Background: an optimization exercise with open tools, aiming at small area, a short achievable clock period and few clock cycles per item. Do not read the settings as production practice.
At most, simulation tests tie the RTL to the original design; equivalence was not proved.

==> module ce_aes, before the edit <==
module ce_aes (
    input  wire         clk,
    input  wire         rst,        
    input  wire         start,
    input  wire         key_256,    
    input  wire [255:0] key,
    input  wire [127:0] din,
    output wire         ready,
    output reg          done,
    output reg  [127:0] dout
);
  reg          bsy1;       
  reg          lst1;       
  reg  [3:0]   rnd1;       
  reg          k2561;
  reg  [127:0] s;          
  reg  [127:0] ka1;        
  reg  [127:0] kb1;        
  reg  [31:0]  gw1;        
  reg          bsy2;
  reg          lst2;
  reg  [3:0]   rnd2;
  reg          k2562;
  reg  [287:0] q;          
  reg  [127:0] ka2;
  reg  [127:0] kb2;
  reg  [71:0]  gq;         
  reg          rdy;
  assign ready = rdy;
  function [31:0] rotw;
    input [31:0] w;
    rotw = {w[23:0], w[31:24]};
  endfunction
  function [7:0] rcon_f;
    input [3:0] i;
    case (i)
      4'd1:    rcon_f = 8'h01;
      4'd2:    rcon_f = 8'h02;
      4'd3:    rcon_f = 8'h04;
      4'd4:    rcon_f = 8'h08;
      4'd5:    rcon_f = 8'h10;
      4'd6:    rcon_f = 8'h20;
      4'd7:    rcon_f = 8'h40;
      4'd8:    rcon_f = 8'h80;
      4'd9:    rcon_f = 8'h1b;
      4'd10:   rcon_f = 8'h36;
      default: rcon_f = 8'h00;
    endcase
  endfunction
  genvar n;
  wire [287:0] sa;
  generate
    for (n = 0; n < 16; n = n + 1) begin : g_sboxa
      ce_aes_sbox_a u_sa (.sbox_in(s[127-8*n -: 8]), .mid(sa[287-18*n -: 18]));
    end
  endgenerate
  wire [71:0] ga;
  generate
    for (n = 0; n < 4; n = n + 1) begin : g_ksa
      ce_aes_sbox_a u_ka (.sbox_in(gw1[31-8*n -: 8]), .mid(ga[71-18*n -: 18]));
    end
  endgenerate
  wire [127:0] sb;    
  generate
    for (n = 0; n < 16; n = n + 1) begin : g_sboxb
      ce_aes_sbox_b u_sb (.mid(q[287-18*n -: 18]), .sbox_out(sb[127-8*n -: 8]));
    end
  endgenerate
  wire [127:0] sr;
  generate
    for (n = 0; n < 16; n = n + 1) begin : g_shift
      localparam integer R = n % 4;
      localparam integer C = n / 4;
      localparam integer SRC = 4 * ((C + R) % 4) + R;
      assign sr[127-8*n -: 8] = sb[127-8*SRC -: 8];
    end
  endgenerate
  wire [31:0] g2;    
  generate
    for (n = 0; n < 4; n = n + 1) begin : g_ksb
      ce_aes_sbox_b u_kb (.mid(gq[71-18*n -: 18]), .sbox_out(g2[31-8*n -: 8]));
    end
  endgenerate
  wire        use_rot = k2562 ? rnd2[0] : 1'b1;
  wire [3:0]  rc_idx  = k2562 ? ((rnd2 + 4'd1) >> 1) : rnd2;
  wire [7:0]  rc      = use_rot ? rcon_f(rc_idx) : 8'h00;
  wire [31:0] p0 = ka2[127:96] ^ {rc, 24'h000000};
  wire [31:0] p1 = p0 ^ ka2[95:64];
  wire [31:0] p2 = p1 ^ ka2[63:32];
  wire [31:0] p3 = p2 ^ ka2[31:0];
  wire [127:0] pw = {p0, p1, p2, p3};
  wire [127:0] kexp;
  generate
    for (n = 0; n < 128; n = n + 1) begin : g_kexp
      ce_aes_gx u_x (.a(pw[n]), .b(g2[n % 32]), .y(kexp[n]));
    end
  endgenerate
  wire [127:0] rk = k2562 ? kb2 : kexp;
  wire next_rot = !k2562 || !rnd2[0];
  wire [127:0] x;
  generate
    for (n = 0; n < 128; n = n + 1) begin : g_ark
      ce_aes_gx u_x (.a(sr[n]), .b(rk[n]), .y(x[n]));
    end
  endgenerate
  wire [127:0] round_out;
  generate
    for (n = 0; n < 4; n = n + 1) begin : g_mix
      wire [31:0] a = sr[127-32*n -: 32];
      wire [31:0] u;       
      wire [7:0]  t;       
      wire [31:0] xt;      
      wire [31:0] m;       
      genvar i, b;
      for (i = 0; i < 4; i = i + 1) begin : g_byte
        for (b = 0; b < 8; b = b + 1) begin : g_bit
          ce_aes_gx u_u (.a(a[31-8*i-7+b]), .b(a[31-8*((i+1)%4)-7+b]), .y(u[31-8*i-7+b]));
          ce_aes_gx u_m (.a(t[b]), .b(xt[31-8*i-7+b]), .y(m[31-8*i-7+b]));
          ce_aes_gx u_o (.a(x[127-32*n-8*i-7+b]), .b(m[31-8*i-7+b]),
                         .y(round_out[127-32*n-8*i-7+b]));
        end
        wire [7:0] ub = u[31-8*i -: 8];
        assign xt[31-8*i-7+0] = ub[7];
        ce_aes_gx u_x1 (.a(ub[0]), .b(ub[7]), .y(xt[31-8*i-7+1]));
        assign xt[31-8*i-7+2] = ub[1];
        ce_aes_gx u_x3 (.a(ub[2]), .b(ub[7]), .y(xt[31-8*i-7+3]));
        ce_aes_gx u_x4 (.a(ub[3]), .b(ub[7]), .y(xt[31-8*i-7+4]));
        assign xt[31-8*i-7+5] = ub[4];
        assign xt[31-8*i-7+6] = ub[5];
        assign xt[31-8*i-7+7] = ub[6];
      end
      for (b = 0; b < 8; b = b + 1) begin : g_t
        ce_aes_gx u_t (.a(u[31-7+b]), .b(u[15-7+b]), .y(t[b]));
      end
    end
  endgenerate
  wire ld  = !bsy2 || lst2;
  wire acc = start && rdy;
  wire       bsy1_n  = ld ? acc : bsy2;
  wire       k2561_n = ld ? key_256 : k2562;
  wire [3:0] rnd1_n  = ld ? 4'd1 : rnd2 + 4'd1;
  wire [3:0] nr_m1   = k2562 ? 4'd13 : 4'd9;
  wire       lst1_n  = !ld && (rnd2 == nr_m1);
  wire       rdy_n   = (!bsy1 || lst1) &&
                       !(bsy1_n && k2561_n && (rnd1_n < 4'd5));
  always @(posedge clk) begin
    if (rst) begin
      bsy1 <= 1'b0;
      bsy2 <= 1'b0;
      lst1 <= 1'b0;
      lst2 <= 1'b0;
      rdy  <= 1'b1;
      done <= 1'b0;
    end else begin
      bsy1 <= bsy1_n;
      lst1 <= lst1_n;
      bsy2 <= bsy1;
      lst2 <= lst1;
      rdy  <= rdy_n;
      done <= bsy2 && lst2;
    end
  end
  always @(posedge clk) begin
    q     <= sa;
    gq    <= ga;
    ka2   <= ka1;
    kb2   <= kb1;
    rnd2  <= rnd1;
    k2562 <= k2561;
    dout  <= x;
    rnd1  <= rnd1_n;
    k2561 <= k2561_n;
    if (ld) begin
      s   <= din ^ key[255:128];
      ka1 <= key[255:128];
      kb1 <= key[127:0];
      gw1 <= rotw(key_256 ? key[31:0] : key[159:128]);
    end else begin
      s   <= round_out;
      ka1 <= rk;       
      kb1 <= kexp;
      gw1 <= next_rot ? rotw(kexp[31:0]) : kexp[31:0];   
    end
  end
endmodule
==> flow/config.mk <==
export PLATFORM = sky130hd
export DESIGN_NAME = ce_aes
export DESIGN_NICKNAME = ce_aes
export VERILOG_FILES = /design/flow/design.v
export SDC_FILE = /design/flow/constraint.sdc
export NUM_CORES = 4
export LEC_CHECK = 0
export CAP_MARGIN = 20
export CORE_MARGIN = 2
export CORE_UTILIZATION = 60
export CTS_CLUSTER_DIAMETER = 80
export CTS_CLUSTER_SIZE = 24
export GPL_ROUTABILITY_DRIVEN = 1
export GPL_TIMING_DRIVEN = 1
export PLACE_DENSITY = 0.85
export SETUP_SLACK_MARGIN = 5
export SLEW_MARGIN = 20
export SYNTH_HIERARCHICAL = 1
export SYNTH_MINIMUM_KEEP_SIZE = 0
==> flow/constraint.sdc <==
create_clock -name core_clock -period 10.0 [get_ports {clk}]
set_input_delay 2.0000 -clock core_clock [delete_from_list [all_inputs] [get_ports {clk}]]
set_output_delay 2.0000 -clock core_clock [all_outputs]
set_load 0.01 [all_outputs]
standard.sh (not shown) runs the stock make flow with config.mk's settings and CLKGATE_MAP_FILE= SYNTH_SCRIPT=/design/flow/synth_recipe.tcl, a recipe that flattens the netlist after the stock synthesis.
==> flow/flow/run.sh <==
#!/bin/bash
set -euo pipefail
bash standard.sh SETUP_SLACK_MARGIN=6 \
  "BUFFER_PORTS_ARGS=-buffer_cell sky130_fd_sc_hd__buf_1" finish > standard.log 2>&1
Testbench counts at the start, summed over its fixed seeds: cycles 35,450, blocks 3,200.
==> next run, changes <==
--- a/flow/design.v
+++ b/flow/design.v
@@ -299,6 +299,10 @@
   reg  [71:0]  gq;         
   reg          rdy;
   assign ready = rdy;
+  function [7:0] xtime;
+    input [7:0] a;
+    xtime = {a[6:0], 1'b0} ^ (a[7] ? 8'h1b : 8'h00);
+  endfunction
   function [31:0] rotw;
     input [31:0] w;
     rotw = {w[23:0], w[31:24]};
What happened: The changed run went through all stages and came out clean. Global-route usage does not change. Cell count stays the same. Critical path depth does not change. Die area stays the same. Cell area is unchanged. Wire length is unchanged. Synthesized cell count stays the same. Register-to-register slack barely changes. Worst setup slack is unchanged. Non-clock buffer count is unchanged.
The RTL of the second run of this note was laid out without a check of its function.

==> afterwards: timing with drivers on the ports <==
The flow's constraints put no driver on any port. The routed layouts listed below were extracted and timed again, unchanged, in two steps.
Step 1: set_driving_cell puts a clkbuf_16 on clk and a buf_2 on each other input, an assumption about the parent block.
Step 2 moves the port delays by t, midway between the first and last clock arrival at a register: inputs arrive t later, outputs are due t later. That takes back most of the time a late clock gives input paths.
Slacks: ideal / step 1 / step 2; pairs: ideal / step 1.
run | t, ns | slack for setup (ns) | latest minus earliest clock arrival (ns)
the first run | 0.759 | 6.077 / 6.077 / 6.077 | 0.042 / 0.042
the second run | 0.759 | 6.077 / 6.077 / 6.077 | 0.042 / 0.042
After both steps setup and hold are still met in every run listed.
